Context: an optimization exercise on an open-source flow, tuned for small area. The choices shown serve that exercise and are no tape-out recipe. The RTL was checked by simulation tests, not by an equivalence proof against the original design. Power and IR drop assume default switching activity.

==> flow/design.v, too long to show whole: its modules and the start of the top module <==
// module mod_decim: 4723 lines
// module md_fa: 4 lines
// module md_ha: 4 lines
module mod_decim (
    input  wire        clk,
    input  wire        rst_n,         
    input  wire        en,            
    input  wire [2:0]  cfg_k,         
    input  wire [8:0]  cfg_d,         
    input  wire        cfg_fir,       
    input  wire [15:0] trim_gain,     
    input  wire [15:0] trim_offset,   
    input  wire        tap_we,        
    input  wire [3:0]  tap_addr,
    input  wire [15:0] tap_wdata,     
    input  wire        code_valid,
    input  wire [3:0]  code,
    output wire        smp_valid,
    output wire [23:0] smp_value,
    output wire [1:0]  smp_qual,
    output wire [15:0] smp_seq
);
  // ...
==> flow/run.sh <==
#!/bin/bash
# synth_recipe.tcl (not shown) runs the flow's synth.tcl, then flattens the netlist and writes it again
# the make line also repeats each setting of config.mk as NAME=value (left out here)
make -C /OpenROAD-flow-scripts/flow DESIGN_CONFIG=/design/flow/config.mk WORK_HOME=/design/flow/orfs CLKGATE_MAP_FILE= SYNTH_SCRIPT=/design/flow/synth_recipe.tcl finish
==> flow/config.mk <==
export PLATFORM = sky130hd
export DESIGN_NAME = mod_decim
export DESIGN_NICKNAME = mod_decim
export VERILOG_FILES = /design/flow/design.v
export SDC_FILE = /design/flow/constraint.sdc
export NUM_CORES = 8
export LEC_CHECK = 0
export CAP_MARGIN = 20
export CORE_MARGIN = 2
export CORE_UTILIZATION = 25
export PLACE_DENSITY = 0.45
export SLEW_MARGIN = 20
export SYNTH_HIERARCHICAL = 1
export SYNTH_MINIMUM_KEEP_SIZE = 0
==> flow/constraint.sdc <==
create_clock -name core_clock -period 24.0 [get_ports {clk}]
set_input_delay 4.8000 -clock core_clock [delete_from_list [all_inputs] [get_ports {clk}]]
set_output_delay 4.8000 -clock core_clock [all_outputs]
set_load 0.01 [all_outputs]
==> results_dict.tcl, run 1 <==
set metrics [dict create \
    largest_class "multi-input gates" \
    rsz0062_at_grt "false" \
    synth_compound_area_frac 0.1434 \
    layout_commonest_cell "fa_1" \
    grt_use_met2 0.2871 \
    finalSetupViolations 0 \
    cts_tree "yes" \
    first_pass_iters 7 \
    clock_sink_count 1166 \
    hold_depth 0 \
    worstSetupPathDepth 45 \
    peakVddDrop_mv 0.07796 \
    max_freq_ghz 0.05642 \
    yosys.area.top_type "fa_1" \
    cp_data_required_time_ns 24.75 \
    wl_per_cell_microns 28.15 \
    status "no timing/DRC/antenna violations" \
    finalHoldViolCount 0 \
    grt_pass1_wl_mm 593.7 \
    setup_slack_ns 6.274 \
    largest_reg_flops 360 \
    synth-main-ff-cell "edfxtp_1" \
    nonClockInverterCount 334 \
    top_register "ring" \
    coreArea_sq_mm 0.4122 \
    syn_avg_cell_area_sq_um 10.91 \
    nNetsFinal 10856 \
    finClkSkew_ns 0.1178 \
    die-area_sq_mm 0.4185 \
    multi_input_area_sq_mm 0.06863 \
    grt_max_degree 240 \
    cts.path.max_buffers 4 \
    cts_buffers 150 \
    sh_seq_area 0.2589 \
    start_util 0.2507 \
    grt_use_met3 0.05203 \
    dpl_worst_slack_ns 5.872 \
    cp_max_fo 14 \
]
==> run 2: changes to the inputs <==
--- a/flow/design.v
+++ b/flow/design.v
@@ -13,26 +13,22 @@
     input  wire        code_valid,
     input  wire [3:0]  code,
     output wire        smp_valid,
     output wire [23:0] smp_value,
     output wire [1:0]  smp_qual,
     output wire [15:0] smp_seq
 );
     integer i;
-    reg  en_q;
     wire run = rst_n & en;
-    always @(posedge clk) en_q <= run;
-    reg [15:0] taps [0:15];
+    reg  [15:0] taps [0:15];
+    wire [15:0] tap_d = rst_n ? tap_wdata : 16'd0;
     always @(posedge clk) begin
-        if (!rst_n) begin
-            for (i = 0; i < 16; i = i + 1) taps[i] <= 16'd0;
-        end else if (tap_we && !en) begin
-            taps[tap_addr] <= tap_wdata;
-        end
+        for (i = 0; i < 16; i = i + 1)
+            if (!rst_n || (tap_we && !en && tap_addr == i)) taps[i] <= tap_d;
     end
     reg        cv_q;
     reg [3:0]  code_q;
     reg [8:0]  ccnt;
     reg        v2, v3, v4, v5, v6, v7, v8;
     reg [36:0] i1, i2, i3, i4;        
     reg [36:0] d1, d2, d3, d4;        
     reg [36:0] ap;                    
@@ -43,17 +39,17 @@
     reg [2:0]  st;                    
     reg        hv, hq;                 
     reg [4:0]  cnt;
     reg [23:0] ring [0:14];           
     reg [43:0] facc;                  
     reg        s1;                    
     reg [4:0]  nsamp;                 
     reg [15:0] scount;                
-    localparam [2:0] ST_LOAD = 3'd0, ST_POW = 3'd1, ST_NORM = 3'd2, ST_DIV = 3'd3, ST_DONE = 3'd4;
+    localparam [2:0] ST_LOAD = 3'd0, ST_POW = 3'd1, ST_NORM = 3'd2, ST_DIV = 3'd3, ST_DONE = 3'd4, ST_CLR = 3'd5;
     wire [4:0]  x5 = {~code_q[3], code_q[2:0], 1'b1};           
     wire [36:0] xs = {{32{x5[4]}}, x5} << shf;
     wire        sfb   = v4 | v5 | v6;
     wire        slast = v6;
     wire        sinit = (st == ST_LOAD);
     wire        normd = ap[32] | (ap[31] & (|ap[30:0]));
     wire [48:0] rgx   = {2'b00, rg, 1'b0};
     reg  [12:0] swin;
@@ -1505,179 +1501,154 @@
     md_fa ugs_806 (.a(gs_713), .b(gs_712), .c(gs_805), .s(gs_806), .co(gs_807));
     wire gs_808, gs_809;
     md_fa ugs_808 (.a(gs_715), .b(gs_714), .c(gs_807), .s(gs_808), .co(gs_809));
     wire gs_810, gs_811;
     md_fa ugs_810 (.a(gs_717), .b(gs_716), .c(gs_809), .s(gs_810), .co(gs_811));
     wire gs_812, gs_813;
     md_fa ugs_812 (.a(gs_719), .b(gs_718), .c(gs_811), .s(gs_812), .co(gs_813));
     wire gs_814, gs_815;
-    md_ha ugs_814 (.a(gs_721), .b(gs_720), .s(gs_814), .co(gs_815));
+    md_fa ugs_814 (.a(gs_721), .b(gs_720), .c(gs_813), .s(gs_814), .co(gs_815));
     wire gs_816, gs_817;
     md_fa ugs_816 (.a(gs_723), .b(gs_722), .c(gs_815), .s(gs_816), .co(gs_817));
     wire gs_818, gs_819;
     md_fa ugs_818 (.a(gs_725), .b(gs_724), .c(gs_817), .s(gs_818), .co(gs_819));
     wire gs_820, gs_821;
     md_fa ugs_820 (.a(gs_727), .b(gs_726), .c(gs_819), .s(gs_820), .co(gs_821));
     wire gs_822, gs_823;
     md_fa ugs_822 (.a(gs_729), .b(gs_728), .c(gs_821), .s(gs_822), .co(gs_823));
     wire gs_824, gs_825;
     md_fa ugs_824 (.a(gs_731), .b(gs_730), .c(gs_823), .s(gs_824), .co(gs_825));
     wire gs_826, gs_827;
     md_fa ugs_826 (.a(gs_733), .b(gs_732), .c(gs_825), .s(gs_826), .co(gs_827));
     wire gs_828, gs_829;
     md_fa ugs_828 (.a(gs_735), .b(gs_734), .c(gs_827), .s(gs_828), .co(gs_829));
     wire gs_830, gs_831;
-    md_fa ugs_830 (.a(gs_737), .b(gs_736), .c(gs_829), .s(gs_830), .co(gs_831));
+    md_ha ugs_830 (.a(gs_737), .b(gs_736), .s(gs_830), .co(gs_831));
     wire gs_832, gs_833;
     md_fa ugs_832 (.a(gs_739), .b(gs_738), .c(gs_831), .s(gs_832), .co(gs_833));
     wire gs_834, gs_835;
     md_fa ugs_834 (.a(gs_741), .b(gs_740), .c(gs_833), .s(gs_834), .co(gs_835));
     wire gs_836, gs_837;
     md_fa ugs_836 (.a(gs_743), .b(gs_742), .c(gs_835), .s(gs_836), .co(gs_837));
     wire gs_838, gs_839;
     md_fa ugs_838 (.a(gs_745), .b(gs_744), .c(gs_837), .s(gs_838), .co(gs_839));
     wire gs_840, gs_841;
     md_fa ugs_840 (.a(gs_747), .b(gs_746), .c(gs_839), .s(gs_840), .co(gs_841));
     wire gs_842, gs_843;
     md_fa ugs_842 (.a(gs_749), .b(gs_748), .c(gs_841), .s(gs_842), .co(gs_843));
     wire gs_844, gs_845;
     md_fa ugs_844 (.a(gs_751), .b(gs_750), .c(gs_843), .s(gs_844), .co(gs_845));
     wire gs_846, gs_847;
     md_fa ugs_846 (.a(gs_753), .b(gs_752), .c(gs_845), .s(gs_846), .co(gs_847));
-    wire gs_848 = ~(gs_721 ^ gs_720);
-    wire gs_849 = gs_721 | gs_720;
+    wire gs_848, gs_849;
+    md_fa ugs_848 (.a(gs_755), .b(gs_754), .c(gs_847), .s(gs_848), .co(gs_849));
     wire gs_850, gs_851;
-    md_fa ugs_850 (.a(gs_723), .b(gs_722), .c(gs_849), .s(gs_850), .co(gs_851));
+    md_fa ugs_850 (.a(gs_757), .b(gs_756), .c(gs_849), .s(gs_850), .co(gs_851));
     wire gs_852, gs_853;
-    md_fa ugs_852 (.a(gs_725), .b(gs_724), .c(gs_851), .s(gs_852), .co(gs_853));
+    md_fa ugs_852 (.a(gs_759), .b(gs_758), .c(gs_851), .s(gs_852), .co(gs_853));
     wire gs_854, gs_855;
-    md_fa ugs_854 (.a(gs_727), .b(gs_726), .c(gs_853), .s(gs_854), .co(gs_855));
+    md_fa ugs_854 (.a(gs_761), .b(gs_760), .c(gs_853), .s(gs_854), .co(gs_855));
     wire gs_856, gs_857;
-    md_fa ugs_856 (.a(gs_729), .b(gs_728), .c(gs_855), .s(gs_856), .co(gs_857));
+    md_fa ugs_856 (.a(gs_763), .b(gs_762), .c(gs_855), .s(gs_856), .co(gs_857));
     wire gs_858, gs_859;
-    md_fa ugs_858 (.a(gs_731), .b(gs_730), .c(gs_857), .s(gs_858), .co(gs_859));
+    md_fa ugs_858 (.a(gs_765), .b(gs_764), .c(gs_857), .s(gs_858), .co(gs_859));
     wire gs_860, gs_861;
-    md_fa ugs_860 (.a(gs_733), .b(gs_732), .c(gs_859), .s(gs_860), .co(gs_861));
+    md_fa ugs_860 (.a(gs_767), .b(gs_766), .c(gs_859), .s(gs_860), .co(gs_861));
     wire gs_862, gs_863;
-    md_fa ugs_862 (.a(gs_735), .b(gs_734), .c(gs_861), .s(gs_862), .co(gs_863));
+    md_fa ugs_862 (.a(gs_769), .b(gs_768), .c(gs_861), .s(gs_862), .co(gs_863));
     wire gs_864, gs_865;
-    md_fa ugs_864 (.a(gs_737), .b(gs_736), .c(gs_863), .s(gs_864), .co(gs_865));
+    md_fa ugs_864 (.a(gs_771), .b(gs_770), .c(gs_863), .s(gs_864), .co(gs_865));
     wire gs_866, gs_867;
-    md_fa ugs_866 (.a(gs_739), .b(gs_738), .c(gs_865), .s(gs_866), .co(gs_867));
+    md_fa ugs_866 (.a(gs_773), .b(gs_772), .c(gs_865), .s(gs_866), .co(gs_867));
     wire gs_868, gs_869;
-    md_fa ugs_868 (.a(gs_741), .b(gs_740), .c(gs_867), .s(gs_868), .co(gs_869));
+    md_fa ugs_868 (.a(gs_775), .b(gs_774), .c(gs_867), .s(gs_868), .co(gs_869));
     wire gs_870, gs_871;
-    md_fa ugs_870 (.a(gs_743), .b(gs_742), .c(gs_869), .s(gs_870), .co(gs_871));
+    md_fa ugs_870 (.a(gs_777), .b(gs_776), .c(gs_869), .s(gs_870), .co(gs_871));
     wire gs_872, gs_873;
-    md_fa ugs_872 (.a(gs_745), .b(gs_744), .c(gs_871), .s(gs_872), .co(gs_873));
+    md_fa ugs_872 (.a(gs_779), .b(gs_778), .c(gs_871), .s(gs_872), .co(gs_873));
     wire gs_874, gs_875;
-    md_fa ugs_874 (.a(gs_747), .b(gs_746), .c(gs_873), .s(gs_874), .co(gs_875));
-    wire gs_876, gs_877;
-    md_fa ugs_876 (.a(gs_749), .b(gs_748), .c(gs_875), .s(gs_876), .co(gs_877));
-    wire gs_878, gs_879;
-    md_fa ugs_878 (.a(gs_751), .b(gs_750), .c(gs_877), .s(gs_878), .co(gs_879));
+    md_fa ugs_874 (.a(gs_284), .b(gs_283), .c(gs_873), .s(gs_874), .co(gs_875));
+    wire gs_876 = ~gs_875;
+    wire gs_877 = ~gs_875;
+    wire gs_878 = ~(gs_737 ^ gs_736);
+    wire gs_879 = gs_737 | gs_736;
     wire gs_880, gs_881;
-    md_fa ugs_880 (.a(gs_753), .b(gs_752), .c(gs_879), .s(gs_880), .co(gs_881));
-    wire gs_882 = gs_813 ? gs_848 : gs_814;
-    wire gs_883 = gs_813 ? gs_850 : gs_816;
-    wire gs_884 = gs_813 ? gs_852 : gs_818;
-    wire gs_885 = gs_813 ? gs_854 : gs_820;
-    wire gs_886 = gs_813 ? gs_856 : gs_822;
-    wire gs_887 = gs_813 ? gs_858 : gs_824;
-    wire gs_888 = gs_813 ? gs_860 : gs_826;
-    wire gs_889 = gs_813 ? gs_862 : gs_828;
-    wire gs_890 = gs_813 ? gs_864 : gs_830;
-    wire gs_891 = gs_813 ? gs_866 : gs_832;
-    wire gs_892 = gs_813 ? gs_868 : gs_834;
-    wire gs_893 = gs_813 ? gs_870 : gs_836;
-    wire gs_894 = gs_813 ? gs_872 : gs_838;
-    wire gs_895 = gs_813 ? gs_874 : gs_840;
-    wire gs_896 = gs_813 ? gs_876 : gs_842;
-    wire gs_897 = gs_813 ? gs_878 : gs_844;
-    wire gs_898 = gs_813 ? gs_880 : gs_846;
-    wire gs_899 = gs_813 ? gs_881 : gs_847;
+    md_fa ugs_880 (.a(gs_739), .b(gs_738), .c(gs_879), .s(gs_880), .co(gs_881));
+    wire gs_882, gs_883;
+    md_fa ugs_882 (.a(gs_741), .b(gs_740), .c(gs_881), .s(gs_882), .co(gs_883));
+    wire gs_884, gs_885;
+    md_fa ugs_884 (.a(gs_743), .b(gs_742), .c(gs_883), .s(gs_884), .co(gs_885));
+    wire gs_886, gs_887;
+    md_fa ugs_886 (.a(gs_745), .b(gs_744), .c(gs_885), .s(gs_886), .co(gs_887));
+    wire gs_888, gs_889;
+    md_fa ugs_888 (.a(gs_747), .b(gs_746), .c(gs_887), .s(gs_888), .co(gs_889));
+    wire gs_890, gs_891;
+    md_fa ugs_890 (.a(gs_749), .b(gs_748), .c(gs_889), .s(gs_890), .co(gs_891));
+    wire gs_892, gs_893;
+    md_fa ugs_892 (.a(gs_751), .b(gs_750), .c(gs_891), .s(gs_892), .co(gs_893));
+    wire gs_894, gs_895;
+    md_fa ugs_894 (.a(gs_753), .b(gs_752), .c(gs_893), .s(gs_894), .co(gs_895));
+    wire gs_896, gs_897;
+    md_fa ugs_896 (.a(gs_755), .b(gs_754), .c(gs_895), .s(gs_896), .co(gs_897));
+    wire gs_898, gs_899;
+    md_fa ugs_898 (.a(gs_757), .b(gs_756), .c(gs_897), .s(gs_898), .co(gs_899));
     wire gs_900, gs_901;
-    md_ha ugs_900 (.a(gs_755), .b(gs_754), .s(gs_900), .co(gs_901));
+    md_fa ugs_900 (.a(gs_759), .b(gs_758), .c(gs_899), .s(gs_900), .co(gs_901));
     wire gs_902, gs_903;
-    md_fa ugs_902 (.a(gs_757), .b(gs_756), .c(gs_901), .s(gs_902), .co(gs_903));
+    md_fa ugs_902 (.a(gs_761), .b(gs_760), .c(gs_901), .s(gs_902), .co(gs_903));
     wire gs_904, gs_905;
-    md_fa ugs_904 (.a(gs_759), .b(gs_758), .c(gs_903), .s(gs_904), .co(gs_905));
+    md_fa ugs_904 (.a(gs_763), .b(gs_762), .c(gs_903), .s(gs_904), .co(gs_905));
     wire gs_906, gs_907;
-    md_fa ugs_906 (.a(gs_761), .b(gs_760), .c(gs_905), .s(gs_906), .co(gs_907));
+    md_fa ugs_906 (.a(gs_765), .b(gs_764), .c(gs_905), .s(gs_906), .co(gs_907));
     wire gs_908, gs_909;
-    md_fa ugs_908 (.a(gs_763), .b(gs_762), .c(gs_907), .s(gs_908), .co(gs_909));
+    md_fa ugs_908 (.a(gs_767), .b(gs_766), .c(gs_907), .s(gs_908), .co(gs_909));
     wire gs_910, gs_911;
-    md_fa ugs_910 (.a(gs_765), .b(gs_764), .c(gs_909), .s(gs_910), .co(gs_911));
+    md_fa ugs_910 (.a(gs_769), .b(gs_768), .c(gs_909), .s(gs_910), .co(gs_911));
     wire gs_912, gs_913;
-    md_fa ugs_912 (.a(gs_767), .b(gs_766), .c(gs_911), .s(gs_912), .co(gs_913));
+    md_fa ugs_912 (.a(gs_771), .b(gs_770), .c(gs_911), .s(gs_912), .co(gs_913));
     wire gs_914, gs_915;
-    md_fa ugs_914 (.a(gs_769), .b(gs_768), .c(gs_913), .s(gs_914), .co(gs_915));
+    md_fa ugs_914 (.a(gs_773), .b(gs_772), .c(gs_913), .s(gs_914), .co(gs_915));
     wire gs_916, gs_917;
-    md_fa ugs_916 (.a(gs_771), .b(gs_770), .c(gs_915), .s(gs_916), .co(gs_917));
+    md_fa ugs_916 (.a(gs_775), .b(gs_774), .c(gs_915), .s(gs_916), .co(gs_917));
     wire gs_918, gs_919;
-    md_fa ugs_918 (.a(gs_773), .b(gs_772), .c(gs_917), .s(gs_918), .co(gs_919));
+    md_fa ugs_918 (.a(gs_777), .b(gs_776), .c(gs_917), .s(gs_918), .co(gs_919));
     wire gs_920, gs_921;
-    md_fa ugs_920 (.a(gs_775), .b(gs_774), .c(gs_919), .s(gs_920), .co(gs_921));
+    md_fa ugs_920 (.a(gs_779), .b(gs_778), .c(gs_919), .s(gs_920), .co(gs_921));
     wire gs_922, gs_923;
-    md_fa ugs_922 (.a(gs_777), .b(gs_776), .c(gs_921), .s(gs_922), .co(gs_923));
-    wire gs_924, gs_925;
-    md_fa ugs_924 (.a(gs_779), .b(gs_778), .c(gs_923), .s(gs_924), .co(gs_925));
-    wire gs_926, gs_927;
-    md_fa ugs_926 (.a(gs_284), .b(gs_283), .c(gs_925), .s(gs_926), .co(gs_927));
-    wire gs_928 = ~gs_927;
-    wire gs_929 = ~gs_927;
-    wire gs_930 = ~(gs_755 ^ gs_754);
-    wire gs_931 = gs_755 | gs_754;
-    wire gs_932, gs_933;
-    md_fa ugs_932 (.a(gs_757), .b(gs_756), .c(gs_931), .s(gs_932), .co(gs_933));
-    wire gs_934, gs_935;
-    md_fa ugs_934 (.a(gs_759), .b(gs_758), .c(gs_933), .s(gs_934), .co(gs_935));
-    wire gs_936, gs_937;
-    md_fa ugs_936 (.a(gs_761), .b(gs_760), .c(gs_935), .s(gs_936), .co(gs_937));
-    wire gs_938, gs_939;
-    md_fa ugs_938 (.a(gs_763), .b(gs_762), .c(gs_937), .s(gs_938), .co(gs_939));
-    wire gs_940, gs_941;
-    md_fa ugs_940 (.a(gs_765), .b(gs_764), .c(gs_939), .s(gs_940), .co(gs_941));
-    wire gs_942, gs_943;
-    md_fa ugs_942 (.a(gs_767), .b(gs_766), .c(gs_941), .s(gs_942), .co(gs_943));
-    wire gs_944, gs_945;
-    md_fa ugs_944 (.a(gs_769), .b(gs_768), .c(gs_943), .s(gs_944), .co(gs_945));
-    wire gs_946, gs_947;
-    md_fa ugs_946 (.a(gs_771), .b(gs_770), .c(gs_945), .s(gs_946), .co(gs_947));
-    wire gs_948, gs_949;
-    md_fa ugs_948 (.a(gs_773), .b(gs_772), .c(gs_947), .s(gs_948), .co(gs_949));
-    wire gs_950, gs_951;
-    md_fa ugs_950 (.a(gs_775), .b(gs_774), .c(gs_949), .s(gs_950), .co(gs_951));
-    wire gs_952, gs_953;
-    md_fa ugs_952 (.a(gs_777), .b(gs_776), .c(gs_951), .s(gs_952), .co(gs_953));
-    wire gs_954, gs_955;
-    md_fa ugs_954 (.a(gs_779), .b(gs_778), .c(gs_953), .s(gs_954), .co(gs_955));
-    wire gs_956, gs_957;
-    md_fa ugs_956 (.a(gs_284), .b(gs_283), .c(gs_955), .s(gs_956), .co(gs_957));
-    wire gs_958 = ~gs_957;
-    wire gs_959 = ~gs_957;
-    wire gs_960 = gs_899 ? gs_930 : gs_900;
-    wire gs_961 = gs_899 ? gs_932 : gs_902;
-    wire gs_962 = gs_899 ? gs_934 : gs_904;
-    wire gs_963 = gs_899 ? gs_936 : gs_906;
-    wire gs_964 = gs_899 ? gs_938 : gs_908;
-    wire gs_965 = gs_899 ? gs_940 : gs_910;
-    wire gs_966 = gs_899 ? gs_942 : gs_912;
-    wire gs_967 = gs_899 ? gs_944 : gs_914;
-    wire gs_968 = gs_899 ? gs_946 : gs_916;
-    wire gs_969 = gs_899 ? gs_948 : gs_918;
-    wire gs_970 = gs_899 ? gs_950 : gs_920;
-    wire gs_971 = gs_899 ? gs_952 : gs_922;
-    wire gs_972 = gs_899 ? gs_954 : gs_924;
-    wire gs_973 = gs_899 ? gs_956 : gs_926;
-    wire gs_974 = gs_899 ? gs_958 : gs_928;
-    wire gs_975 = gs_899 ? gs_959 : gs_929;
-    wire gs_976 = gs_899 ? gs_957 : gs_927;
-    wire [49:0] ssum = {gs_975, gs_974, gs_973, gs_972, gs_971, gs_970, gs_969, gs_968, gs_967, gs_966, gs_965, gs_964, gs_963, gs_962, gs_961, gs_960, gs_898, gs_897, gs_896, gs_895, gs_894, gs_893, gs_892, gs_891, gs_890, gs_889, gs_888, gs_887, gs_886, gs_885, gs_884, gs_883, gs_882, gs_812, gs_810, gs_808, gs_806, gs_804, gs_802, gs_800, gs_798, gs_796, gs_794, gs_792, gs_790, gs_788, gs_786, gs_784, gs_782, gs_780};
+    md_fa ugs_922 (.a(gs_284), .b(gs_283), .c(gs_921), .s(gs_922), .co(gs_923));
+    wire gs_924 = ~gs_923;
+    wire gs_925 = ~gs_923;
+    wire gs_926 = gs_829 ? gs_878 : gs_830;
+    wire gs_927 = gs_829 ? gs_880 : gs_832;
+    wire gs_928 = gs_829 ? gs_882 : gs_834;
+    wire gs_929 = gs_829 ? gs_884 : gs_836;
+    wire gs_930 = gs_829 ? gs_886 : gs_838;
+    wire gs_931 = gs_829 ? gs_888 : gs_840;
+    wire gs_932 = gs_829 ? gs_890 : gs_842;
+    wire gs_933 = gs_829 ? gs_892 : gs_844;
+    wire gs_934 = gs_829 ? gs_894 : gs_846;
+    wire gs_935 = gs_829 ? gs_896 : gs_848;
+    wire gs_936 = gs_829 ? gs_898 : gs_850;
+    wire gs_937 = gs_829 ? gs_900 : gs_852;
+    wire gs_938 = gs_829 ? gs_902 : gs_854;
+    wire gs_939 = gs_829 ? gs_904 : gs_856;
+    wire gs_940 = gs_829 ? gs_906 : gs_858;
+    wire gs_941 = gs_829 ? gs_908 : gs_860;
+    wire gs_942 = gs_829 ? gs_910 : gs_862;
+    wire gs_943 = gs_829 ? gs_912 : gs_864;
+    wire gs_944 = gs_829 ? gs_914 : gs_866;
+    wire gs_945 = gs_829 ? gs_916 : gs_868;
+    wire gs_946 = gs_829 ? gs_918 : gs_870;
+    wire gs_947 = gs_829 ? gs_920 : gs_872;
+    wire gs_948 = gs_829 ? gs_922 : gs_874;
+    wire gs_949 = gs_829 ? gs_924 : gs_876;
+    wire gs_950 = gs_829 ? gs_925 : gs_877;
+    wire gs_951 = gs_829 ? gs_923 : gs_875;
+    wire [49:0] ssum = {gs_950, gs_949, gs_948, gs_947, gs_946, gs_945, gs_944, gs_943, gs_942, gs_941, gs_940, gs_939, gs_938, gs_937, gs_936, gs_935, gs_934, gs_933, gs_932, gs_931, gs_930, gs_929, gs_928, gs_927, gs_926, gs_828, gs_826, gs_824, gs_822, gs_820, gs_818, gs_816, gs_814, gs_812, gs_810, gs_808, gs_806, gs_804, gs_802, gs_800, gs_798, gs_796, gs_794, gs_792, gs_790, gs_788, gs_786, gs_784, gs_782, gs_780};
     wire gf_1 = facc[0] & ffb;
     wire gf_2 = facc[1] & ffb;
     wire gf_3 = facc[2] & ffb;
     wire gf_4 = facc[3] & ffb;
     wire gf_5 = facc[4] & ffb;
     wire gf_6 = facc[5] & ffb;
     wire gf_7 = facc[6] & ffb;
     wire gf_8 = facc[7] & ffb;
@@ -4307,163 +4278,141 @@
     md_fa ugf_2631 (.a(gf_2547), .b(gf_2546), .c(gf_2630), .s(gf_2631), .co(gf_2632));
     wire gf_2633, gf_2634;
     md_fa ugf_2633 (.a(gf_2549), .b(gf_2548), .c(gf_2632), .s(gf_2633), .co(gf_2634));
     wire gf_2635, gf_2636;
     md_fa ugf_2635 (.a(gf_2551), .b(gf_2550), .c(gf_2634), .s(gf_2635), .co(gf_2636));
     wire gf_2637, gf_2638;
     md_fa ugf_2637 (.a(gf_2553), .b(gf_2552), .c(gf_2636), .s(gf_2637), .co(gf_2638));
     wire gf_2639, gf_2640;
-    md_ha ugf_2639 (.a(gf_2555), .b(gf_2554), .s(gf_2639), .co(gf_2640));
+    md_fa ugf_2639 (.a(gf_2555), .b(gf_2554), .c(gf_2638), .s(gf_2639), .co(gf_2640));
     wire gf_2641, gf_2642;
     md_fa ugf_2641 (.a(gf_2557), .b(gf_2556), .c(gf_2640), .s(gf_2641), .co(gf_2642));
     wire gf_2643, gf_2644;
     md_fa ugf_2643 (.a(gf_2559), .b(gf_2558), .c(gf_2642), .s(gf_2643), .co(gf_2644));
     wire gf_2645, gf_2646;
     md_fa ugf_2645 (.a(gf_2561), .b(gf_2560), .c(gf_2644), .s(gf_2645), .co(gf_2646));
     wire gf_2647, gf_2648;
     md_fa ugf_2647 (.a(gf_2563), .b(gf_2562), .c(gf_2646), .s(gf_2647), .co(gf_2648));
     wire gf_2649, gf_2650;
     md_fa ugf_2649 (.a(gf_2565), .b(gf_2564), .c(gf_2648), .s(gf_2649), .co(gf_2650));
     wire gf_2651, gf_2652;
     md_fa ugf_2651 (.a(gf_2567), .b(gf_2566), .c(gf_2650), .s(gf_2651), .co(gf_2652));
     wire gf_2653, gf_2654;
-    md_fa ugf_2653 (.a(gf_2569), .b(gf_2568), .c(gf_2652), .s(gf_2653), .co(gf_2654));
+    md_ha ugf_2653 (.a(gf_2569), .b(gf_2568), .s(gf_2653), .co(gf_2654));
     wire gf_2655, gf_2656;
     md_fa ugf_2655 (.a(gf_2571), .b(gf_2570), .c(gf_2654), .s(gf_2655), .co(gf_2656));
     wire gf_2657, gf_2658;
     md_fa ugf_2657 (.a(gf_2573), .b(gf_2572), .c(gf_2656), .s(gf_2657), .co(gf_2658));
     wire gf_2659, gf_2660;
     md_fa ugf_2659 (.a(gf_2575), .b(gf_2574), .c(gf_2658), .s(gf_2659), .co(gf_2660));
     wire gf_2661, gf_2662;
     md_fa ugf_2661 (.a(gf_2577), .b(gf_2576), .c(gf_2660), .s(gf_2661), .co(gf_2662));
     wire gf_2663, gf_2664;
     md_fa ugf_2663 (.a(gf_2579), .b(gf_2578), .c(gf_2662), .s(gf_2663), .co(gf_2664));
     wire gf_2665, gf_2666;
     md_fa ugf_2665 (.a(gf_2581), .b(gf_2580), .c(gf_2664), .s(gf_2665), .co(gf_2666));
     wire gf_2667, gf_2668;
     md_fa ugf_2667 (.a(gf_2583), .b(gf_2582), .c(gf_2666), .s(gf_2667), .co(gf_2668));
-    wire gf_2669 = ~(gf_2555 ^ gf_2554);
-    wire gf_2670 = gf_2555 | gf_2554;
+    wire gf_2669, gf_2670;
+    md_fa ugf_2669 (.a(gf_2585), .b(gf_2584), .c(gf_2668), .s(gf_2669), .co(gf_2670));
     wire gf_2671, gf_2672;
-    md_fa ugf_2671 (.a(gf_2557), .b(gf_2556), .c(gf_2670), .s(gf_2671), .co(gf_2672));
+    md_fa ugf_2671 (.a(gf_2587), .b(gf_2586), .c(gf_2670), .s(gf_2671), .co(gf_2672));
     wire gf_2673, gf_2674;
-    md_fa ugf_2673 (.a(gf_2559), .b(gf_2558), .c(gf_2672), .s(gf_2673), .co(gf_2674));
+    md_fa ugf_2673 (.a(gf_2589), .b(gf_2588), .c(gf_2672), .s(gf_2673), .co(gf_2674));
     wire gf_2675, gf_2676;
-    md_fa ugf_2675 (.a(gf_2561), .b(gf_2560), .c(gf_2674), .s(gf_2675), .co(gf_2676));
+    md_fa ugf_2675 (.a(gf_2591), .b(gf_2590), .c(gf_2674), .s(gf_2675), .co(gf_2676));
     wire gf_2677, gf_2678;
-    md_fa ugf_2677 (.a(gf_2563), .b(gf_2562), .c(gf_2676), .s(gf_2677), .co(gf_2678));
+    md_fa ugf_2677 (.a(gf_2593), .b(gf_2592), .c(gf_2676), .s(gf_2677), .co(gf_2678));
     wire gf_2679, gf_2680;
-    md_fa ugf_2679 (.a(gf_2565), .b(gf_2564), .c(gf_2678), .s(gf_2679), .co(gf_2680));
+    md_fa ugf_2679 (.a(gf_2595), .b(gf_2594), .c(gf_2678), .s(gf_2679), .co(gf_2680));
     wire gf_2681, gf_2682;
-    md_fa ugf_2681 (.a(gf_2567), .b(gf_2566), .c(gf_2680), .s(gf_2681), .co(gf_2682));
+    md_fa ugf_2681 (.a(gf_2597), .b(gf_2596), .c(gf_2680), .s(gf_2681), .co(gf_2682));
     wire gf_2683, gf_2684;
-    md_fa ugf_2683 (.a(gf_2569), .b(gf_2568), .c(gf_2682), .s(gf_2683), .co(gf_2684));
+    md_fa ugf_2683 (.a(gf_2599), .b(gf_2598), .c(gf_2682), .s(gf_2683), .co(gf_2684));
     wire gf_2685, gf_2686;
-    md_fa ugf_2685 (.a(gf_2571), .b(gf_2570), .c(gf_2684), .s(gf_2685), .co(gf_2686));
+    md_fa ugf_2685 (.a(gf_2601), .b(gf_2600), .c(gf_2684), .s(gf_2685), .co(gf_2686));
     wire gf_2687, gf_2688;
-    md_fa ugf_2687 (.a(gf_2573), .b(gf_2572), .c(gf_2686), .s(gf_2687), .co(gf_2688));
+    md_fa ugf_2687 (.a(gf_2603), .b(gf_2602), .c(gf_2686), .s(gf_2687), .co(gf_2688));
     wire gf_2689, gf_2690;
-    md_fa ugf_2689 (.a(gf_2575), .b(gf_2574), .c(gf_2688), .s(gf_2689), .co(gf_2690));
+    md_fa ugf_2689 (.a(gf_2605), .b(gf_2604), .c(gf_2688), .s(gf_2689), .co(gf_2690));
     wire gf_2691, gf_2692;
-    md_fa ugf_2691 (.a(gf_2577), .b(gf_2576), .c(gf_2690), .s(gf_2691), .co(gf_2692));
+    md_fa ugf_2691 (.a(gf_2607), .b(gf_2606), .c(gf_2690), .s(gf_2691), .co(gf_2692));
     wire gf_2693, gf_2694;
-    md_fa ugf_2693 (.a(gf_2579), .b(gf_2578), .c(gf_2692), .s(gf_2693), .co(gf_2694));
+    md_fa ugf_2693 (.a(gf_2608), .b(gf_42), .c(gf_2692), .s(gf_2693), .co(gf_2694));
     wire gf_2695, gf_2696;
-    md_fa ugf_2695 (.a(gf_2581), .b(gf_2580), .c(gf_2694), .s(gf_2695), .co(gf_2696));
-    wire gf_2697, gf_2698;
-    md_fa ugf_2697 (.a(gf_2583), .b(gf_2582), .c(gf_2696), .s(gf_2697), .co(gf_2698));
-    wire gf_2699 = gf_2638 ? gf_2669 : gf_2639;
-    wire gf_2700 = gf_2638 ? gf_2671 : gf_2641;
-    wire gf_2701 = gf_2638 ? gf_2673 : gf_2643;
-    wire gf_2702 = gf_2638 ? gf_2675 : gf_2645;
-    wire gf_2703 = gf_2638 ? gf_2677 : gf_2647;
-    wire gf_2704 = gf_2638 ? gf_2679 : gf_2649;
-    wire gf_2705 = gf_2638 ? gf_2681 : gf_2651;
-    wire gf_2706 = gf_2638 ? gf_2683 : gf_2653;
-    wire gf_2707 = gf_2638 ? gf_2685 : gf_2655;
-    wire gf_2708 = gf_2638 ? gf_2687 : gf_2657;
-    wire gf_2709 = gf_2638 ? gf_2689 : gf_2659;
-    wire gf_2710 = gf_2638 ? gf_2691 : gf_2661;
-    wire gf_2711 = gf_2638 ? gf_2693 : gf_2663;
-    wire gf_2712 = gf_2638 ? gf_2695 : gf_2665;
-    wire gf_2713 = gf_2638 ? gf_2697 : gf_2667;
-    wire gf_2714 = gf_2638 ? gf_2698 : gf_2668;
+    md_fa ugf_2695 (.a(~gf_44), .b(gf_43), .c(gf_2694), .s(gf_2695), .co(gf_2696));
+    wire gf_2697 = ~(gf_2569 ^ gf_2568);
+    wire gf_2698 = gf_2569 | gf_2568;
+    wire gf_2699, gf_2700;
+    md_fa ugf_2699 (.a(gf_2571), .b(gf_2570), .c(gf_2698), .s(gf_2699), .co(gf_2700));
+    wire gf_2701, gf_2702;
+    md_fa ugf_2701 (.a(gf_2573), .b(gf_2572), .c(gf_2700), .s(gf_2701), .co(gf_2702));
+    wire gf_2703, gf_2704;
+    md_fa ugf_2703 (.a(gf_2575), .b(gf_2574), .c(gf_2702), .s(gf_2703), .co(gf_2704));
+    wire gf_2705, gf_2706;
+    md_fa ugf_2705 (.a(gf_2577), .b(gf_2576), .c(gf_2704), .s(gf_2705), .co(gf_2706));
+    wire gf_2707, gf_2708;
+    md_fa ugf_2707 (.a(gf_2579), .b(gf_2578), .c(gf_2706), .s(gf_2707), .co(gf_2708));
+    wire gf_2709, gf_2710;
+    md_fa ugf_2709 (.a(gf_2581), .b(gf_2580), .c(gf_2708), .s(gf_2709), .co(gf_2710));
+    wire gf_2711, gf_2712;
+    md_fa ugf_2711 (.a(gf_2583), .b(gf_2582), .c(gf_2710), .s(gf_2711), .co(gf_2712));
+    wire gf_2713, gf_2714;
+    md_fa ugf_2713 (.a(gf_2585), .b(gf_2584), .c(gf_2712), .s(gf_2713), .co(gf_2714));
     wire gf_2715, gf_2716;
-    md_ha ugf_2715 (.a(gf_2585), .b(gf_2584), .s(gf_2715), .co(gf_2716));
+    md_fa ugf_2715 (.a(gf_2587), .b(gf_2586), .c(gf_2714), .s(gf_2715), .co(gf_2716));
     wire gf_2717, gf_2718;
-    md_fa ugf_2717 (.a(gf_2587), .b(gf_2586), .c(gf_2716), .s(gf_2717), .co(gf_2718));
+    md_fa ugf_2717 (.a(gf_2589), .b(gf_2588), .c(gf_2716), .s(gf_2717), .co(gf_2718));
     wire gf_2719, gf_2720;
-    md_fa ugf_2719 (.a(gf_2589), .b(gf_2588), .c(gf_2718), .s(gf_2719), .co(gf_2720));
+    md_fa ugf_2719 (.a(gf_2591), .b(gf_2590), .c(gf_2718), .s(gf_2719), .co(gf_2720));
     wire gf_2721, gf_2722;
-    md_fa ugf_2721 (.a(gf_2591), .b(gf_2590), .c(gf_2720), .s(gf_2721), .co(gf_2722));
+    md_fa ugf_2721 (.a(gf_2593), .b(gf_2592), .c(gf_2720), .s(gf_2721), .co(gf_2722));
     wire gf_2723, gf_2724;
-    md_fa ugf_2723 (.a(gf_2593), .b(gf_2592), .c(gf_2722), .s(gf_2723), .co(gf_2724));
+    md_fa ugf_2723 (.a(gf_2595), .b(gf_2594), .c(gf_2722), .s(gf_2723), .co(gf_2724));
     wire gf_2725, gf_2726;
-    md_fa ugf_2725 (.a(gf_2595), .b(gf_2594), .c(gf_2724), .s(gf_2725), .co(gf_2726));
+    md_fa ugf_2725 (.a(gf_2597), .b(gf_2596), .c(gf_2724), .s(gf_2725), .co(gf_2726));
     wire gf_2727, gf_2728;
-    md_fa ugf_2727 (.a(gf_2597), .b(gf_2596), .c(gf_2726), .s(gf_2727), .co(gf_2728));
+    md_fa ugf_2727 (.a(gf_2599), .b(gf_2598), .c(gf_2726), .s(gf_2727), .co(gf_2728));
     wire gf_2729, gf_2730;
-    md_fa ugf_2729 (.a(gf_2599), .b(gf_2598), .c(gf_2728), .s(gf_2729), .co(gf_2730));
+    md_fa ugf_2729 (.a(gf_2601), .b(gf_2600), .c(gf_2728), .s(gf_2729), .co(gf_2730));
     wire gf_2731, gf_2732;
-    md_fa ugf_2731 (.a(gf_2601), .b(gf_2600), .c(gf_2730), .s(gf_2731), .co(gf_2732));
+    md_fa ugf_2731 (.a(gf_2603), .b(gf_2602), .c(gf_2730), .s(gf_2731), .co(gf_2732));
     wire gf_2733, gf_2734;
-    md_fa ugf_2733 (.a(gf_2603), .b(gf_2602), .c(gf_2732), .s(gf_2733), .co(gf_2734));
+    md_fa ugf_2733 (.a(gf_2605), .b(gf_2604), .c(gf_2732), .s(gf_2733), .co(gf_2734));
     wire gf_2735, gf_2736;
-    md_fa ugf_2735 (.a(gf_2605), .b(gf_2604), .c(gf_2734), .s(gf_2735), .co(gf_2736));
+    md_fa ugf_2735 (.a(gf_2607), .b(gf_2606), .c(gf_2734), .s(gf_2735), .co(gf_2736));
     wire gf_2737, gf_2738;
-    md_fa ugf_2737 (.a(gf_2607), .b(gf_2606), .c(gf_2736), .s(gf_2737), .co(gf_2738));
+    md_fa ugf_2737 (.a(gf_2608), .b(gf_42), .c(gf_2736), .s(gf_2737), .co(gf_2738));
     wire gf_2739, gf_2740;
-    md_fa ugf_2739 (.a(gf_2608), .b(gf_42), .c(gf_2738), .s(gf_2739), .co(gf_2740));
-    wire gf_2741, gf_2742;
-    md_fa ugf_2741 (.a(~gf_44), .b(gf_43), .c(gf_2740), .s(gf_2741), .co(gf_2742));
-    wire gf_2743 = ~(gf_2585 ^ gf_2584);
-    wire gf_2744 = gf_2585 | gf_2584;
-    wire gf_2745, gf_2746;
-    md_fa ugf_2745 (.a(gf_2587), .b(gf_2586), .c(gf_2744), .s(gf_2745), .co(gf_2746));
-    wire gf_2747, gf_2748;
-    md_fa ugf_2747 (.a(gf_2589), .b(gf_2588), .c(gf_2746), .s(gf_2747), .co(gf_2748));
-    wire gf_2749, gf_2750;
-    md_fa ugf_2749 (.a(gf_2591), .b(gf_2590), .c(gf_2748), .s(gf_2749), .co(gf_2750));
-    wire gf_2751, gf_2752;
-    md_fa ugf_2751 (.a(gf_2593), .b(gf_2592), .c(gf_2750), .s(gf_2751), .co(gf_2752));
-    wire gf_2753, gf_2754;
-    md_fa ugf_2753 (.a(gf_2595), .b(gf_2594), .c(gf_2752), .s(gf_2753), .co(gf_2754));
-    wire gf_2755, gf_2756;
-    md_fa ugf_2755 (.a(gf_2597), .b(gf_2596), .c(gf_2754), .s(gf_2755), .co(gf_2756));
-    wire gf_2757, gf_2758;
-    md_fa ugf_2757 (.a(gf_2599), .b(gf_2598), .c(gf_2756), .s(gf_2757), .co(gf_2758));
-    wire gf_2759, gf_2760;
-    md_fa ugf_2759 (.a(gf_2601), .b(gf_2600), .c(gf_2758), .s(gf_2759), .co(gf_2760));
-    wire gf_2761, gf_2762;
-    md_fa ugf_2761 (.a(gf_2603), .b(gf_2602), .c(gf_2760), .s(gf_2761), .co(gf_2762));
-    wire gf_2763, gf_2764;
-    md_fa ugf_2763 (.a(gf_2605), .b(gf_2604), .c(gf_2762), .s(gf_2763), .co(gf_2764));
-    wire gf_2765, gf_2766;
-    md_fa ugf_2765 (.a(gf_2607), .b(gf_2606), .c(gf_2764), .s(gf_2765), .co(gf_2766));
-    wire gf_2767, gf_2768;
-    md_fa ugf_2767 (.a(gf_2608), .b(gf_42), .c(gf_2766), .s(gf_2767), .co(gf_2768));
-    wire gf_2769, gf_2770;
-    md_fa ugf_2769 (.a(~gf_44), .b(gf_43), .c(gf_2768), .s(gf_2769), .co(gf_2770));
-    wire gf_2771 = gf_2714 ? gf_2743 : gf_2715;
-    wire gf_2772 = gf_2714 ? gf_2745 : gf_2717;
-    wire gf_2773 = gf_2714 ? gf_2747 : gf_2719;
-    wire gf_2774 = gf_2714 ? gf_2749 : gf_2721;
-    wire gf_2775 = gf_2714 ? gf_2751 : gf_2723;
-    wire gf_2776 = gf_2714 ? gf_2753 : gf_2725;
-    wire gf_2777 = gf_2714 ? gf_2755 : gf_2727;
-    wire gf_2778 = gf_2714 ? gf_2757 : gf_2729;
-    wire gf_2779 = gf_2714 ? gf_2759 : gf_2731;
-    wire gf_2780 = gf_2714 ? gf_2761 : gf_2733;
-    wire gf_2781 = gf_2714 ? gf_2763 : gf_2735;
-    wire gf_2782 = gf_2714 ? gf_2765 : gf_2737;
-    wire gf_2783 = gf_2714 ? gf_2767 : gf_2739;
-    wire gf_2784 = gf_2714 ? gf_2769 : gf_2741;
-    wire gf_2785 = gf_2714 ? gf_2770 : gf_2742;
-    wire [43:0] fsum = {gf_2784, gf_2783, gf_2782, gf_2781, gf_2780, gf_2779, gf_2778, gf_2777, gf_2776, gf_2775, gf_2774, gf_2773, gf_2772, gf_2771, gf_2713, gf_2712, gf_2711, gf_2710, gf_2709, gf_2708, gf_2707, gf_2706, gf_2705, gf_2704, gf_2703, gf_2702, gf_2701, gf_2700, gf_2699, gf_2637, gf_2635, gf_2633, gf_2631, gf_2629, gf_2627, gf_2625, gf_2623, gf_2621, gf_2619, gf_2617, gf_2615, gf_2613, gf_2611, gf_2609};
+    md_fa ugf_2739 (.a(~gf_44), .b(gf_43), .c(gf_2738), .s(gf_2739), .co(gf_2740));
+    wire gf_2741 = gf_2652 ? gf_2697 : gf_2653;
+    wire gf_2742 = gf_2652 ? gf_2699 : gf_2655;
+    wire gf_2743 = gf_2652 ? gf_2701 : gf_2657;
+    wire gf_2744 = gf_2652 ? gf_2703 : gf_2659;
+    wire gf_2745 = gf_2652 ? gf_2705 : gf_2661;
+    wire gf_2746 = gf_2652 ? gf_2707 : gf_2663;
+    wire gf_2747 = gf_2652 ? gf_2709 : gf_2665;
+    wire gf_2748 = gf_2652 ? gf_2711 : gf_2667;
+    wire gf_2749 = gf_2652 ? gf_2713 : gf_2669;
+    wire gf_2750 = gf_2652 ? gf_2715 : gf_2671;
+    wire gf_2751 = gf_2652 ? gf_2717 : gf_2673;
+    wire gf_2752 = gf_2652 ? gf_2719 : gf_2675;
+    wire gf_2753 = gf_2652 ? gf_2721 : gf_2677;
+    wire gf_2754 = gf_2652 ? gf_2723 : gf_2679;
+    wire gf_2755 = gf_2652 ? gf_2725 : gf_2681;
+    wire gf_2756 = gf_2652 ? gf_2727 : gf_2683;
+    wire gf_2757 = gf_2652 ? gf_2729 : gf_2685;
+    wire gf_2758 = gf_2652 ? gf_2731 : gf_2687;
+    wire gf_2759 = gf_2652 ? gf_2733 : gf_2689;
+    wire gf_2760 = gf_2652 ? gf_2735 : gf_2691;
+    wire gf_2761 = gf_2652 ? gf_2737 : gf_2693;
+    wire gf_2762 = gf_2652 ? gf_2739 : gf_2695;
+    wire gf_2763 = gf_2652 ? gf_2740 : gf_2696;
+    wire [43:0] fsum = {gf_2762, gf_2761, gf_2760, gf_2759, gf_2758, gf_2757, gf_2756, gf_2755, gf_2754, gf_2753, gf_2752, gf_2751, gf_2750, gf_2749, gf_2748, gf_2747, gf_2746, gf_2745, gf_2744, gf_2743, gf_2742, gf_2741, gf_2651, gf_2649, gf_2647, gf_2645, gf_2643, gf_2641, gf_2639, gf_2637, gf_2635, gf_2633, gf_2631, gf_2629, gf_2627, gf_2625, gf_2623, gf_2621, gf_2619, gf_2617, gf_2615, gf_2613, gf_2611, gf_2609};
     wire gd_1 = ~(dw ^ ~ap[0]);
     wire gd_2 = dw | ~ap[0];
     wire gd_3, gd_4;
     md_fa ugd_3 (.a(rem[0]), .b(~ap[1]), .c(gd_2), .s(gd_3), .co(gd_4));
     wire gd_5, gd_6;
     md_fa ugd_5 (.a(rem[1]), .b(~ap[2]), .c(gd_4), .s(gd_5), .co(gd_6));
     wire gd_7, gd_8;
     md_fa ugd_7 (.a(rem[2]), .b(~ap[3]), .c(gd_6), .s(gd_7), .co(gd_8));
@@ -4638,44 +4587,47 @@
             i1 <= 37'd0; i2 <= 37'd0; i3 <= 37'd0; i4 <= 37'd0;
         end else if (cv_q) begin
             if (kk == 3'd4) i1 <= i1n;
             if (kk >= 3'd3) i2 <= i2n;
             if (kk >= 3'd2) i3 <= i3n;
             i4 <= i4n;
         end
     end
+    wire dclr = (st == ST_CLR);
     always @(posedge clk) begin
-        if (!run) begin
-            d1 <= 37'd0; d2 <= 37'd0; d3 <= 37'd0; d4 <= 37'd0;
-        end else if (v2) begin
+        if (v2 | dclr) begin
             d1 <= i4;
-            if (kk >= 3'd2) d2 <= c1;
-            if (kk >= 3'd3) d3 <= c2;
-            if (kk == 3'd4) d4 <= c3;
+            if (dclr | (kk >= 3'd2)) d2 <= c1;
+            if (dclr | (kk >= 3'd3)) d3 <= c2;
+            if (dclr | (kk == 3'd4)) d4 <= c3;
         end
     end
     wire setup_mul = (st == ST_LOAD) | (st == ST_POW) | ((st == ST_NORM) & ~normd);
     always @(posedge clk) begin
         if (v2) ap <= c4;
         else if (run & setup_mul) ap <= ssum[36:0];
         sacc <= ssum;
     end
     always @(posedge clk) begin
         hv <= run & (st == ST_DIV);
         hq <= dge;
         if (run & hv) rg <= rgn;
         if (!run) begin
-            st  <= ST_LOAD;
-            cnt <= 5'd0;
+            st  <= ST_CLR;
+            cnt <= 5'd3;
             shf <= 5'd0;
             rem <= 32'h44444444;
             rg  <= 46'd0;
         end else begin
             case (st)
+                ST_CLR: begin
+                    cnt <= cnt - 5'd1;
+                    if (cnt[1:0] == 2'd0) st <= ST_LOAD;
+                end
                 ST_LOAD: begin
                     cnt <= {3'd0, kk[1:0] - 2'd1};
                     st  <= ST_POW;
                 end
                 ST_POW: begin
                     cnt <= cnt - 5'd1;
                     if (cnt == 5'd0) st <= ST_NORM;
                 end
==> flow/config.mk (replaced) <==
export PLATFORM = sky130hd
export DESIGN_NAME = mod_decim
export DESIGN_NICKNAME = mod_decim
export VERILOG_FILES = /design/flow/design.v
export SDC_FILE = /design/flow/constraint.sdc
export NUM_CORES = 8
export LEC_CHECK = 0
export CAP_MARGIN = 20
export CORE_MARGIN = 2
export CORE_UTILIZATION = 25
export CTS_BUF_LIST = sky130_fd_sc_hd__clkbuf_4
export CTS_CLUSTER_SIZE = 30
export PLACE_DENSITY = 0.45
export SLEW_MARGIN = 20
export SYNTH_HIERARCHICAL = 1
export SYNTH_MINIMUM_KEEP_SIZE = 0
==> run 2 against run 1 <==
Critical path depth down 8. Area after synthesis down 2.7%. Critical endpoint is now ap[36]. Clock skew increased by 0.14 ns. Core utilization decreased by 0.053 points. Cell count fell by 4.8%. Synthesized cell count decreased by 8.9%. Clock power is 11% lower. Largest power group unchanged. Count of clock-buffer cells in the layout grew 323. Worst hold slack worse by 0.070 ns. Sequential share of layout area grew 2.2 points. Flip-flop and latch count is the same.
==> results_dict.tcl, run 2 <==
set metrics [dict create \
    status "no timing/DRC/antenna violations" \
    power.density_mw_per_mm2 82.39 \
    reg2reg_from "shf[0]" \
    cp_data_required_time_ns 25.00 \
    die-area_sq_mm 0.4072 \
    antenna_found_initial 30 \
    cts.path.max_buffers 4 \
    finClkSkew_ns 0.2568 \
    grt_max_degree 90 \
    die_w_microns 638.1 \
    viasPerCell 5.312 \
    clk_latency_ns 1.49 \
    clock_sink_count 1166 \
    dieHeight_microns 638.1 \
    crit_top_cell "fa_1" \
    cp_max_fo 39 \
    fin_crit_sh 0.7532 \
    crit_buf_inv 4 \
    crit_type "in -> reg" \
    antenna_left 0 \
    yosys.area.top_type "fa_1" \
    synthDistinctLibCells 92 \
    grt_overflow 0 \
    synth_fp_nets 10344 \
    maxCapViolations 0 \
    layout_commonest_cell "fa_1" \
    synth-edff-count 802 \
    tns_ns 0 \
    cp_top_family "adder cells" \
    tightest_slew_ns 1.245 \
    dpl.hpwl_mm 283.6 \
    setup_slack_ns 5.923 \
    rows 232 \
    cp-end-kind "register" \
    netlist_area_sq_mm 0.1005 \
    reg_top3 "ring: 360 flops, taps: 256 flops, rg: 46 flops" \
    cp-start-kind "input port" \
    leakagePower_nw 46.42 \
    largest_reg_flops 360 \
    path_clk_slew_ns 0.06 \
    worst_path_max_delay_cell "clkdlybuf4s50_1" \
    max_freq_ghz 0.05532 \
    hold_depth 0 \
    synthToLayoutAreaGrowth_pct 11.22 \
    grt_pass1_vias 76228 \
    gr-usage-all-layers 0.1884 \
    dpl_worst_slack_ns 4.685 \
    yosysTopAreaCellShare 0.2911 \
    drive_gt1_frac 0.1332 \
    cts_tree "yes" \
    cts_buffers 345 \
    portBuffers 116 \
    synth-main-ff-cell "edfxtp_1" \
    holdBufCountCts 0 \
    totalWireLength_mm 390.5 \
    slew_violations 0 \
    grt_pass1_wl_mm 562.2 \
    synth.area.top_cells "fa_1 29%, edfxtp_1 24%, mux2i_1 7.6%, dfxtp_1 7.2%, a22oi_1 4.2%" \
    nNetsFinal 10205 \
    peakVddDrop_mv 0.2429 \
    start_util 0.2515 \
    rr_worst_depth 44 \
    yosysMostFrequentCell "fa_1" \
    num_vias 74468 \
    syn_avg_cell_area_sq_um 11.65 \
    wl_per_cell_microns 27.86 \
    finalHoldViolCount 0 \
    min_period_ns 18.08 \
    netlist_instances 8626 \
    io_pins 117 \
    crit_start "cfg_d[0]" \
    top_register "ring" \
    htreeDepth 5 \
    drtIter0Drc 8215 \
    arrival_ns 19.08 \
    most-common-layout-cells "1461 x fa_1, 802 x edfxtp_1, 740 x mux2i_1, 559 x a22oi_1, 506 x clkbuf_4" \
    ctsResizeCount 0 \
    synthArstFlopShare 0 \
    r2r_end "i4[36]" \
    worstHoldEndpoint "ring[13][4]" \
    yosys-top-cells-count "1462 x fa_1, 802 x edfxtp_1, 762 x mux2i_1" \
    first_pass_iters 8 \
    slew_headroom 0.1642 \
    finalSetupViolations 0 \
    ys_ff_latch 1166 \
    critPathMaxStageDelay_ns 0.69 \
    worstSetupPathDepth 37 \
    min_path_type "reg -> reg" \
    fillerInstances 41003 \
    r2r_slack_ns 6.21 \
    ys_seq_area_frac 0.3120 \
    postCtsSetupRepairBufs 0 \
    place_congestion 0.9165 \
    min_from "ring[9][4]" \
    coreArea_sq_mm 0.3997 \
    yosysWarningCount 9 \
    cts_root_buffer "clkbuf_4" \
    rsz0062_at_grt "false" \
    drc_errors 0 \
]
[run 2: cell types whose count changed after synthesis, sizes merged, moves of 116 or more]
cell    previous run  this run
nand2            728       479
and2             291        55
a211oi           152        36
a21oi            503       288
a221o            100       248
dfxtp            512       364
edfxtp           654       802
a221oi            75       256
[run 2: per-layer routing]
layer,global-route usage,share of wire,wire length [microns]
met4,0.1054,0.064,24830
met2,0.2826,0.43,169500
met3,0.04142,0.086,33460
met5,0.0004726,0.00029,114
met1,0.2507,0.42,162600
[run 2: worst register-to-register path, delay by kind of cell (launching register included)]
kind,cells,cell delay (ns)
flops,1,0.56
mux,1,0.14
simple gates,4,0.89
fa+ha+maj,39,16.03
[run 2: how the worst max path moves through the flow]
stage                     to
CTS                   i4[36]
global route          i4[36]
finish                ap[36]
floorplan           sacc[47]
detailed placement  sacc[47]
global placement    sacc[47]
[run 2: logic make-up (layout without fill, tap and decap cells)]
family | count (synthesis) | in the layout | synth area share
mux | 906 | 906 | 0.09225
xor+xnor | 139 | 139 | 0.01211
other cells | 0 | 16 | 0
fa+ha+maj | 1645 | 1645 | 0.3139
flops | 1166 | 1166 | 0.3120
compound gates | 2050 | 2050 | 0.1524
buf+inv | 1349 | 1460 | 0.05417
simple gates | 1371 | 1371 | 0.06318
[run 2: area by class of cell]
type	count	area, sq um	area share
Antenna cell	16	40.04	0.0003581
Clock buffer	506	3799	0.03398
Clock inverter	91	656.9	0.005875
Inverter	382	1435	0.01284
Multi-Input combinational cell	6111	63980	0.5723
Sequential cell	1166	31390	0.2807
Tap cell	5265	6588	0.05892
Timing Repair Buffer	481	3915	0.03502
[run 2: modules after synthesis (local to each module, per instance)]
module | cell area (sq um) | cells | times used
mod_decim | 69980 | 7061 | 1
md_fa | 20.02 | 1 | 1461
md_ha | 12.51 | 1 | 104
[run 2: report_power, final]
part / switching [mW] / internal [mW] / total (mW)
Combinational: 2.89 / 1.80 / 4.70
Clock: 0.938 / 1.06 / 2.00
Sequential: 0.0675 / 2.45 / 2.52
[run 2: metrics by stage]
step | power [mW] | std cells | hold slack, ns | utilization | cell area [sq um]
after global placement | 7.193 | 13401 | 0.4009 | 0.2683 | 107300
after floorplan | 5.091 | 8626 | 0.4003 | - | 100500
after CTS | 9.312 | 14000 | 0.2950 | 0.2795 | 111700
final | 9.212 | 14018 | 0.2761 | 0.2797 | 111800
after detailed placement | 7.240 | 13403 | 0.4045 | 0.2684 | 107300
after global routing | 9.840 | 14004 | 0.3412 | 0.2796 | 111800
==> run 3: changes to the inputs <==
--- a/flow/config.mk
+++ b/flow/config.mk
@@ -8,8 +8,7 @@
 export CAP_MARGIN = 20
 export CORE_MARGIN = 2
 export CORE_UTILIZATION = 25
-export CTS_BUF_LIST = sky130_fd_sc_hd__clkbuf_4
-export CTS_CLUSTER_SIZE = 30
+export CTS_BUF_LIST = sky130_fd_sc_hd__clkbuf_4 sky130_fd_sc_hd__clkbuf_8
 export PLACE_DENSITY = 0.45
 export SLEW_MARGIN = 20
 export SYNTH_HIERARCHICAL = 1
==> run 3 against run 2 <==
Critical path depth unchanged. Worst hold slack improved by 0.083 ns. Non-clock buffer count is the same. Synthesized cell count did not move. Clock skew decreased by 0.13 ns. Sequential share of layout area barely moved. Die area unchanged. Critical path type unchanged.
==> results_dict.tcl, run 3 <==
set metrics [dict create \
    max_freq_ghz 0.05461 \
    cts_tree "yes" \
    yosys-top-cells-count "1462 x fa_1, 802 x edfxtp_1, 762 x mux2i_1" \
    coreArea_sq_mm 0.3997 \
    netlist_area_sq_mm 0.1005 \
    yosysMostFrequentCell "fa_1" \
    dp_cells 13403 \
    critPathMaxStageDelay_ns 0.68 \
    portBuffers 116 \
    yosysTopAreaCellShare 0.2911 \
    path_clk_slew_ns 0.06 \
    status "no timing/DRC/antenna violations" \
    layout_commonest_cell "fa_1" \
    fin_area_sq_mm 0.1119 \
    fin_crit_sh 0.7630 \
    fin_cells 13824 \
    rsz0062_at_grt "false" \
    dpl.hpwl_mm 283.6 \
    synth-edff-count 802 \
    setup_slack_ns 5.688 \
    cp-start-kind "input port" \
    cp_data_required_time_ns 24.75 \
    holdBufCountCts 0 \
    leakagePower_nw 46.16 \
    arrival_ns 19.06 \
    placed_cell_area_sq_mm 0.1073 \
    finalSetupViolations 0 \
    synth_fp_nets 10344 \
    largest_reg_flops 360 \
    finClkSkew_ns 0.1263 \
    synth.area.top_cells "fa_1 29%, edfxtp_1 24%, mux2i_1 7.6%, dfxtp_1 7.2%, a22oi_1 4.2%" \
    crit_top_cell "fa_1" \
    top_register "ring" \
    hold_depth 0 \
    cts_buffers 222 \
    slew_headroom 0.1415 \
    tns_ns 0 \
    grt_pass1_wl_mm 560.5 \
    rows 232 \
    synthArstFlopShare 0 \
    clk_latency_ns 1.12 \
    ys_seq_area_frac 0.3120 \
    antenna_found_initial 25 \
    yosysWarningCount 9 \
    synthAdderAreaFrac 0.3139 \
    tightest_slew_ns 1.279 \
    peakVddDrop_mv 0.2331 \
    nNetsFinal 10082 \
    grt_overflow 0 \
    wl_per_cell_microns 28.24 \
    slew_violations 0 \
    clock_sink_count 1166 \
    dpl_worst_slack_ns 4.685 \
    holdWs_ns 0.3589 \
    viasPerCell 5.319 \
    synth_compound_area_frac 0.1524 \
    rr_worst_depth 44 \
    worst_path_max_delay_cell "clkdlybuf4s50_1" \
    place_congestion 0.9165 \
    netlist_instances 8626 \
    die_w_microns 638.1 \
    synthToLayoutAreaGrowth_pct 11.28 \
    drtIter0Drc 8109 \
    most-common-layout-cells "1461 x fa_1, 802 x edfxtp_1, 740 x mux2i_1, 559 x a22oi_1, 472 x nand2_1" \
    synthMuxAreaShare 0.09225 \
    maxCapViolations 0 \
    antenna_left 0 \
    cp_max_fo 39 \
    gr-usage-all-layers 0.1880 \
    synth-main-ff-cell "edfxtp_1" \
    first_pass_iters 8 \
    crit_type "in -> reg" \
    postCtsSetupRepairBufs 0 \
    drive_gt1_frac 0.1139 \
    num_vias 73533 \
    io_pins 117 \
    start_util 0.2515 \
    cts_root_buffer "clkbuf_8" \
    ys_ff_latch 1166 \
    power.density_mw_per_mm2 82.70 \
    power_mw 9.251 \
    min_period_ns 18.31 \
    dieHeight_microns 638.1 \
    final_util 0.2799 \
    min_path_type "reg -> reg" \
    ctsResizeCount 0 \
    synth_xor_area_frac 0.01211 \
    die-area_sq_mm 0.4072 \
    grt_max_degree 90 \
    cts.path.max_buffers 4 \
    grt_pass1_vias 75324 \
    totalWireLength_mm 390.4 \
    synthDistinctLibCells 92 \
    htreeDepth 4 \
    cp-end-kind "register" \
    yosys.area.top_type "fa_1" \
    syn_avg_cell_area_sq_um 11.65 \
    synthSimpleGateAreaFrac 0.06318 \
    drc_errors 0 \
    finalHoldViolCount 0 \
    synth_top_family_by_area "adder cells" \
    reg_top3 "ring: 360 flops, taps: 256 flops, rg: 46 flops" \
]
[run 3: cell counts after synthesis]
Identical to the previous run, type by type.
[run 3: area by class of cell]
class	count	area (sq um)
Antenna cell	11	27.53
Sequential cell	1166	31390
Clock buffer	309	3809
Tap cell	5265	6588
Clock inverter	99	721.9
Timing Repair Buffer	481	3915
Multi-Input combinational cell	6111	63980
Fill cell	40857	287800
Inverter	382	1435
[run 3: where the power goes]
part,switching [mW],internal [mW]
registers,0.0677,2.45
clock network,0.951,1.11
logic,2.86,1.80
total,3.88,5.37
[run 3: worst max-delay path: cells and delay by family]
family	cells	cell delay, ns
AOI/OAI and AO/OA	2	0.45
muxes	2	0.59
adders and majority gates	26	10.61
and+or+nand+nor	3	0.79
buffers and inverters	4	1.71
[run 3: per-layer routing]
metal  share of wire  GRT usage  wire (microns)  up-vias
li1                -          -               -    30701
met1            0.42     0.2511          163800    38089
met2            0.43     0.2820          169300     3864
met3           0.082    0.03992           31970      865
met4           0.065     0.1057           25240       14
met5         0.00023  0.0004726              89        -
[run 3: final timing paths]
path                startpoint      endpoint  slack (ns)
setup / recovery      cfg_d[0]        ap[32]        5.69
hold / removal    ring[10][23]  ring[14][23]        0.36
setup reg to reg        shf[0]        i4[36]        6.23
hold reg to reg   ring[10][23]  ring[14][23]        0.36
[run 3: cell families (layout without fill, tap and decap cells)]
kind of cell,after synthesis,after routing
DFF,1166,1166
AOI/OAI and AO/OA,2050,2050
xor gates and xnor gates,139,139
buffers and inverters,1349,1271
other,0,11
muxes,906,906
adders and majority gates,1645,1645
and+or+nand+nor,1371,1371
[run 3: Yosys stat by module (local to each module, per instance)]
| module | flip-flops and latches | times used | cells | area (sq um) |
|---|---|---|---|---|
| md_fa | 0 | 1461 | 1 | 20.02 |
| mod_decim | 1166 | 1 | 7061 | 69980 |
| md_ha | 0 | 104 | 1 | 12.51 |

-- static timing again, ports no longer ideal --
In the flow no input, the clock included, has a driving cell. The finished layouts below were timed again as built, in two steps. Step 1 sets driving cells, clkbuf_16 on the clock port and buf_2 on the other inputs (assumed; they add their load-dependent delay and slew). Step 2 adds t to the input delays and takes it off the output delays; t is the mean of the earliest and latest rising clock arrival at the registers after step 1. Input paths then give back, and output paths get back, about the clock's delay inside the block. Slacks: no drivers / after step 1 / after step 2; pairs: no drivers / after step 1.
run	t, ns	setup WS [ns]	worst setup path after step 2	worst data-port slew with drivers (ns)
run 1	0.971	6.274 / 6.274 / 5.869	input to register	0.19
run 2	1.466	5.923 / 5.996 / 4.529	input to register	0.09
run 3	1.147	5.688 / 5.759 / 4.611	input to register	0.09
After both steps setup and hold are still met in every run listed. For run 2, which loses most, drivers alone change the setup slack by +0.073 ns; drivers and shift together by -1.394 ns.
